From an optimization exercise on the open Yosys and OpenROAD flow, aimed at small area, a short achievable clock period and few clock cycles; shortcuts taken in it are not production practice.
The RTL was checked by simulation tests, not by an equivalence proof against the original design.

Setup of job 373:
Design flush_dot4, start of the top module:
module flush_dot4 (
    input  wire        clk,
    input  wire        rst,
    input  wire        in_valid,
    output wire        in_ready,
    input  wire        in_clear,
    input  wire        in_read,
    input  wire [7:0]  in_level,
    input  wire [3:0]  in_fmt_a,
    input  wire [3:0]  in_fmt_b,
    input  wire [3:0]  in_en,
    input  wire [31:0] in_a,
    input  wire [31:0] in_b,
    output reg         out_valid,
    output wire [95:0] out_acc,
    output wire [1:0]  out_tag,
    output wire        out_inexact
);
    localparam [1:0] NUM = 2'd0, PINF = 2'd1, NINF = 2'd2, NAN = 2'd3;
    assign in_ready = 1'b1;
    function [5:0] fhot(input [3:0] f);     
        fhot = {f == 4'h6, f == 4'h5, f == 4'h4, f == 4'h3, f == 4'h1, f == 4'h0};
    endfunction
    reg        r0_clear, r0_read;
    reg [3:0]  r0_en;
    reg [7:0]  r0_level;
    reg [5:0]  r0_fa, r0_fb;      
    reg [31:0] r0_a, r0_b;
    wire       take = in_valid & ~rst;
    always @(posedge clk) begin
        r0_clear <= take & in_clear;
        r0_read  <= take & in_read;
        r0_en    <= {4{take}} & in_en;
        r0_level <= in_level;
        r0_fa    <= fhot(in_fmt_a);
        r0_fb    <= fhot(in_fmt_b);
        r0_a     <= in_a;
        r0_b     <= in_b;
    end
    wire [4:0] na = {r0_fa[3], r0_fa[2], r0_fa[4] | r0_fa[5], r0_fa[2], r0_fa[3] | r0_fa[5]};
    wire [4:0] nb = {r0_fb[3], r0_fb[2], r0_fb[4] | r0_fb[5], r0_fb[2], r0_fb[3] | r0_fb[5]};
    wire [9:0] lx = {{2{r0_level[7]}}, r0_level};
    wire [9:0] bs0, bc0, bs, bc, bsh;
    wire [7:0] bx = bsh[9] ? bsh[7:0] : {6'd0, bsh[1:0]};
    flush_csa #(10) u_b0 (.x(~{5'd0, na}), .y(~{5'd0, nb}), .z(~lx), .s(bs0), .c(bc0));
    flush_csa #(10) u_b1 (.x(bs0), .y(bc0), .z(10'd51), .s(bs), .c(bc));
  ...
Size in the first run: ~6600 cells after synthesis, roughly 520 flip-flops.
clock: 30.0 ns
lec_check: 0
abc_clock_period_in_ps: 7000
cap_margin: 20
cell_pad_in_sites_detail_placement: 2
cell_pad_in_sites_global_placement: 4
core_margin: 2
core_utilization: 30
place_density: 0.45
slew_margin: 20
standard.sh (not shown) runs the stock make flow with config.mk's settings and CLKGATE_MAP_FILE= SYNTH_SCRIPT=/design/flow/synth_recipe.tcl, a recipe that flattens the netlist after the stock synthesis.
==> flow/flow/run.sh <==
#!/bin/bash
# The standard layout (standard.sh: ORFS synthesis through finish), with
# two changes: repair_timing aims for 22.8 ns of setup slack, and buffer_ports gives each input and output port a
# sky130_fd_sc_hd__buf_1 instead of the cell it picks by default.
# The full output of the ORFS run goes to standard.log here; ORFS keeps each
# step's own log under orfs/logs/.
set -euo pipefail
bash standard.sh "BUFFER_PORTS_ARGS=-buffer_cell sky130_fd_sc_hd__buf_1" SETUP_SLACK_MARGIN=22.8 finish > standard.log 2>&1
Job 373: no failed stages, no open violations at the end
Testbench counts of job 373, summed over its fixed seeds: cycles 12,040.
Relative to job 373, the following input files were edited for job 4430:
==> flow/flow/run.sh <==
#!/bin/bash
# The standard layout (standard.sh: ORFS synthesis through finish), with
# two changes: repair_timing aims for 22.8 ns of setup slack, and buffer_ports gives each input and output port a
# sky130_fd_sc_hd__buf_4 instead of the cell it picks by default.
# The full output of the ORFS run goes to standard.log here; ORFS keeps each
# step's own log under orfs/logs/.
set -euo pipefail
bash standard.sh "BUFFER_PORTS_ARGS=-buffer_cell sky130_fd_sc_hd__buf_4" SETUP_SLACK_MARGIN=22.8 finish > standard.log 2>&1
-- flow/config.mk --
<<< job 373, line 7
export LEC_CHECK = 0
export ABC_CLOCK_PERIOD_IN_PS = 7000
>>> job 4430, line 7
export LEC_CHECK = 0
export ABC_AREA = 1
export ABC_CLOCK_PERIOD_IN_PS = 7000
Notes after the runs:
Job 373 → job 4430: inverter count of the layout excluding clock inverters higher, final cell count saw an increase.
Number of setup buffers added after CTS delta for job 4430 relative to job 373: 15 higher


Another version of the RTL of flush_dot4 (not shown whole).
Size: about 8200 cells after synthesis, about 190 I/O pins, about 61000 sq um of cells after synthesis.
Settings: LEC_CHECK=0, ABC_CLOCK_PERIOD_IN_PS=7000, CAP_MARGIN=20, CELL_PAD_IN_SITES_DETAIL_PLACEMENT=2, CELL_PAD_IN_SITES_GLOBAL_PLACEMENT=4, CORE_MARGIN=2, CORE_UTILIZATION=30, PLACE_DENSITY=0.45, SLEW_MARGIN=20; clock period 30.0 ns.
run.sh (not shown) runs the stock make flow with config.mk's settings and CLKGATE_MAP_FILE= SYNTH_SCRIPT=/design/flow/synth_recipe.tcl, a recipe that flattens the netlist after the stock synthesis.
Stock flow here: none of the scripts above is used.
Testbench counts at the start, summed over its fixed seeds: cycles 12,032.
Edit:
--- a/flow/config.mk
+++ b/flow/config.mk
@@ -6,5 +6,5 @@
 export NUM_CORES = 4
 export LEC_CHECK = 0
-export ABC_CLOCK_PERIOD_IN_PS = 7000
+export ABC_CLOCK_PERIOD_IN_PS = 25000
 export CAP_MARGIN = 20
 export CELL_PAD_IN_SITES_DETAIL_PLACEMENT = 2
After rerunning:
- The changed run passed the timing, DRC and antenna checks
- register-to-register slack barely changes
- die area is unchanged
- flip-flop and latch count does not change


Another version of the RTL of flush_dot4 (not shown whole).
For scale: roughly 7000 cells after synthesis, about 48000 um2 of cells after synthesis.
export LEC_CHECK = 0
export ABC_AREA = 1
export ABC_CLOCK_PERIOD_IN_PS = 7000
export CAP_MARGIN = 20
export CELL_PAD_IN_SITES_DETAIL_PLACEMENT = 2
export CELL_PAD_IN_SITES_GLOBAL_PLACEMENT = 4
export CORE_MARGIN = 2
export CORE_UTILIZATION = 30
export CTS_BUF_LIST = sky130_fd_sc_hd__clkbuf_8
export PLACE_DENSITY = 0.45
export SLEW_MARGIN = 20
create_clock -name core_clock -period 30.0 [get_ports {clk}]
standard.sh (not shown) runs the stock make flow with config.mk's settings and CLKGATE_MAP_FILE= SYNTH_SCRIPT=/design/flow/synth_recipe.tcl, a recipe that flattens the netlist after the stock synthesis.
==> flow/flow/run.sh <==
#!/bin/bash
# The standard layout (standard.sh: ORFS synthesis through finish), with
# two changes: repair_timing aims for 22.8 ns of setup slack, and buffer_ports gives each input and output port a
# sky130_fd_sc_hd__buf_4 instead of the cell it picks by default.
# The full output of the ORFS run goes to standard.log here; ORFS keeps each
# step's own log under orfs/logs/.
set -euo pipefail
bash standard.sh "BUFFER_PORTS_ARGS=-buffer_cell sky130_fd_sc_hd__buf_4" SETUP_SLACK_MARGIN=22.8 finish > standard.log 2>&1
Testbench counts at the start, summed over its fixed seeds: cycles 12,032.
Edit:
==> flow/flow/run.sh (replaced) <==
#!/bin/bash
# The standard layout (standard.sh: ORFS synthesis through finish), with
# two changes: repair_timing aims for 22.9 ns of setup slack, and buffer_ports gives each input and output port a
# sky130_fd_sc_hd__buf_1 instead of the cell it picks by default.
# The full output of the ORFS run goes to standard.log here; ORFS keeps each
# step's own log under orfs/logs/.
set -euo pipefail
bash standard.sh "BUFFER_PORTS_ARGS=-buffer_cell sky130_fd_sc_hd__buf_1" SETUP_SLACK_MARGIN=22.9 finish > standard.log 2>&1
Settings changed: CTS_BUF_LIST sky130_fd_sc_hd__clkbuf_8 to default.
Final area stays flat.
Wire length is about the same.
Sequential share of layout area stays flat.
Clock-buffer cell count is lower by 31.
Core utilization barely changes.
Fmax goes up by 1.8%.
Synthesized cell count stays the same.
Worst setup slack gains 0.13 ns.
Edit:
==> flow/flow/run.sh (replaced) <==
#!/bin/bash
# The standard layout (standard.sh: ORFS synthesis through finish), with
# two changes: repair_timing aims for 22.8 ns of setup slack, and buffer_ports gives each input and output port a
# sky130_fd_sc_hd__buf_1 instead of the cell it picks by default.
# The full output of the ORFS run goes to standard.log here; ORFS keeps each
# step's own log under orfs/logs/.
set -euo pipefail
bash standard.sh "BUFFER_PORTS_ARGS=-buffer_cell sky130_fd_sc_hd__buf_1" SETUP_SLACK_MARGIN=22.8 finish > standard.log 2>&1
After rerunning:
- The new run completed without violations
- global-route usage shrinks by 0.11 points
- first-iteration DRC count grows by about 0.9%
- die area is unchanged
- setup slack barely changes
- clock skew shrinks by 0.0042 ns
- cell area shrinks by about 1.7%


flush_dot4 again, from the RTL that the note above started with.
==> flow/design.v (excerpt) <==
module flush_dot4 (
    input  wire        clk,
    input  wire        rst,
    input  wire        in_valid,
    output wire        in_ready,
    input  wire        in_clear,
    input  wire        in_read,
    input  wire [7:0]  in_level,
    input  wire [3:0]  in_fmt_a,
    input  wire [3:0]  in_fmt_b,
    input  wire [3:0]  in_en,
    input  wire [31:0] in_a,
    input  wire [31:0] in_b,
    output reg         out_valid,
    output wire [95:0] out_acc,
    output wire [1:0]  out_tag,
    output wire        out_inexact
);
    localparam [1:0] NUM = 2'd0, PINF = 2'd1, NINF = 2'd2, NAN = 2'd3;
    assign in_ready = 1'b1;
    function [5:0] fhot(input [3:0] f);     
        fhot = {f == 4'h6, f == 4'h5, f == 4'h4, f == 4'h3, f == 4'h1, f == 4'h0};
    endfunction
    reg        r0_clear, r0_read;
    reg [3:0]  r0_en;
    reg [7:0]  r0_level;
    reg [5:0]  r0_fa, r0_fb;      
    reg [31:0] r0_a, r0_b;
    wire       take = in_valid & ~rst;
    always @(posedge clk) begin
        r0_clear <= take & in_clear;
        r0_read  <= take & in_read;
        r0_en    <= {4{take}} & in_en;
        r0_level <= in_level;
        r0_fa    <= fhot(in_fmt_a);
        r0_fb    <= fhot(in_fmt_b);
        r0_a     <= in_a;
        r0_b     <= in_b;
    end
    wire [4:0] na = {r0_fa[3], r0_fa[2], r0_fa[4] | r0_fa[5], r0_fa[2], r0_fa[3] | r0_fa[5]};
    wire [4:0] nb = {r0_fb[3], r0_fb[2], r0_fb[4] | r0_fb[5], r0_fb[2], r0_fb[3] | r0_fb[5]};
    wire [9:0] lx = {{2{r0_level[7]}}, r0_level};
  ...
export LEC_CHECK = 0
export ABC_AREA = 1
export ABC_CLOCK_PERIOD_IN_PS = 7000
export CAP_MARGIN = 20
export CELL_PAD_IN_SITES_DETAIL_PLACEMENT = 2
export CELL_PAD_IN_SITES_GLOBAL_PLACEMENT = 4
export CORE_MARGIN = 2
export CORE_UTILIZATION = 30
export CTS_CLUSTER_DIAMETER = 70
export CTS_CLUSTER_SIZE = 30
export PLACE_DENSITY = 0.45
export SLEW_MARGIN = 20
create_clock -name core_clock -period 30.0 [get_ports {clk}]
==> flow/flow/run.sh <==
#!/bin/bash
# The standard layout (standard.sh: ORFS synthesis through finish), with
# two changes: repair_timing aims for 22.8 ns of setup slack, and buffer_ports gives each input and output port a
# sky130_fd_sc_hd__buf_1 instead of the cell it picks by default.
# The full output of the ORFS run goes to standard.log here; ORFS keeps each
# step's own log under orfs/logs/.
set -euo pipefail
bash standard.sh "BUFFER_PORTS_ARGS=-buffer_cell sky130_fd_sc_hd__buf_1" SETUP_SLACK_MARGIN=22.8 finish > standard.log 2>&1
The starting point went through all stages and came out clean.
Testbench counts at the start, summed over its fixed seeds: cycles 12,032.
Edit:
==> flow/flow/run.sh (replaced) <==
#!/bin/bash
# The standard layout (standard.sh: ORFS synthesis through finish), with
# two changes: repair_timing aims for 22.8 ns of setup slack, and buffer_ports gives each input and output port a
# sky130_fd_sc_hd__buf_4 instead of the cell it picks by default.
# The full output of the ORFS run goes to standard.log here; ORFS keeps each
# step's own log under orfs/logs/.
set -euo pipefail
bash standard.sh "BUFFER_PORTS_ARGS=-buffer_cell sky130_fd_sc_hd__buf_4" SETUP_SLACK_MARGIN=22.8 finish > standard.log 2>&1
- CTS_CLUSTER_DIAMETER: 70 -> unset
- CTS_CLUSTER_SIZE: 30 -> unset
After rerunning: Wire length increases slightly. Critical path depth does not change. Cell count is about the same. Die area is unchanged. Utilization is higher by 0.11 points. Non-clock buffer count falls by 8. Hold slack is worse by 0.012 ns. Maximum frequency is about the same.

==> re-timing with driven ports <==
No port has a modelled driver above. Below, the same layouts with a new extraction and two added sets of constraints.
Step 1, drivers: a clkbuf_16 drives clk and a buf_2 each remaining input, both assumed.
Step 2 also shifts input and output timing later by t, the mid clock arrival at the registers, as if the neighbouring blocks saw the same clock.
a / b / c = ideal / step 1 / step 2; a / b = the first two.
run | t, ns | slack for setup (ns) | worst hold slack (ns) | worst setup path at the end | clock arrival spread, ns
job 373 | 0.762 | 22.803 / 22.720 / 22.998 | 0.325 / 0.325 / 0.325 | register to register | 0.049 / 0.049
job 4430 | 0.769 | 22.811 / 22.729 / 23.149 | 0.321 / 0.321 / 0.321 | register to register | 0.044 / 0.044
the first run of note 2 | 0.766 | 20.346 / 20.346 / 20.346 | 0.325 / 0.325 / 0.325 | register to register | 0.079 / 0.078
the second run of note 2 | 0.766 | 20.346 / 20.346 / 20.346 | 0.325 / 0.325 / 0.325 | register to register | 0.079 / 0.078
the first run of note 3 | 0.842 | 22.726 / 22.646 / 23.025 | 0.324 / 0.324 / 0.324 | input to register | 0.080 / 0.081
the second run of note 3 | 0.738 | 22.857 / 22.770 / 23.066 | 0.327 / 0.327 / 0.327 | input to register | 0.053 / 0.054
the third run of note 3 | 0.736 | 22.859 / 22.772 / 23.068 | 0.327 / 0.327 / 0.327 | input to register | 0.050 / 0.049
the first run of note 4 | 0.746 | 22.830 / 22.749 / 23.045 | 0.339 / 0.339 / 0.339 | input to register | 0.081 / 0.081
the second run of note 4 | 0.738 | 22.832 / 22.745 / 23.054 | 0.327 / 0.327 / 0.327 | input to register | 0.057 / 0.058
After both steps setup and hold are still met in every run listed.
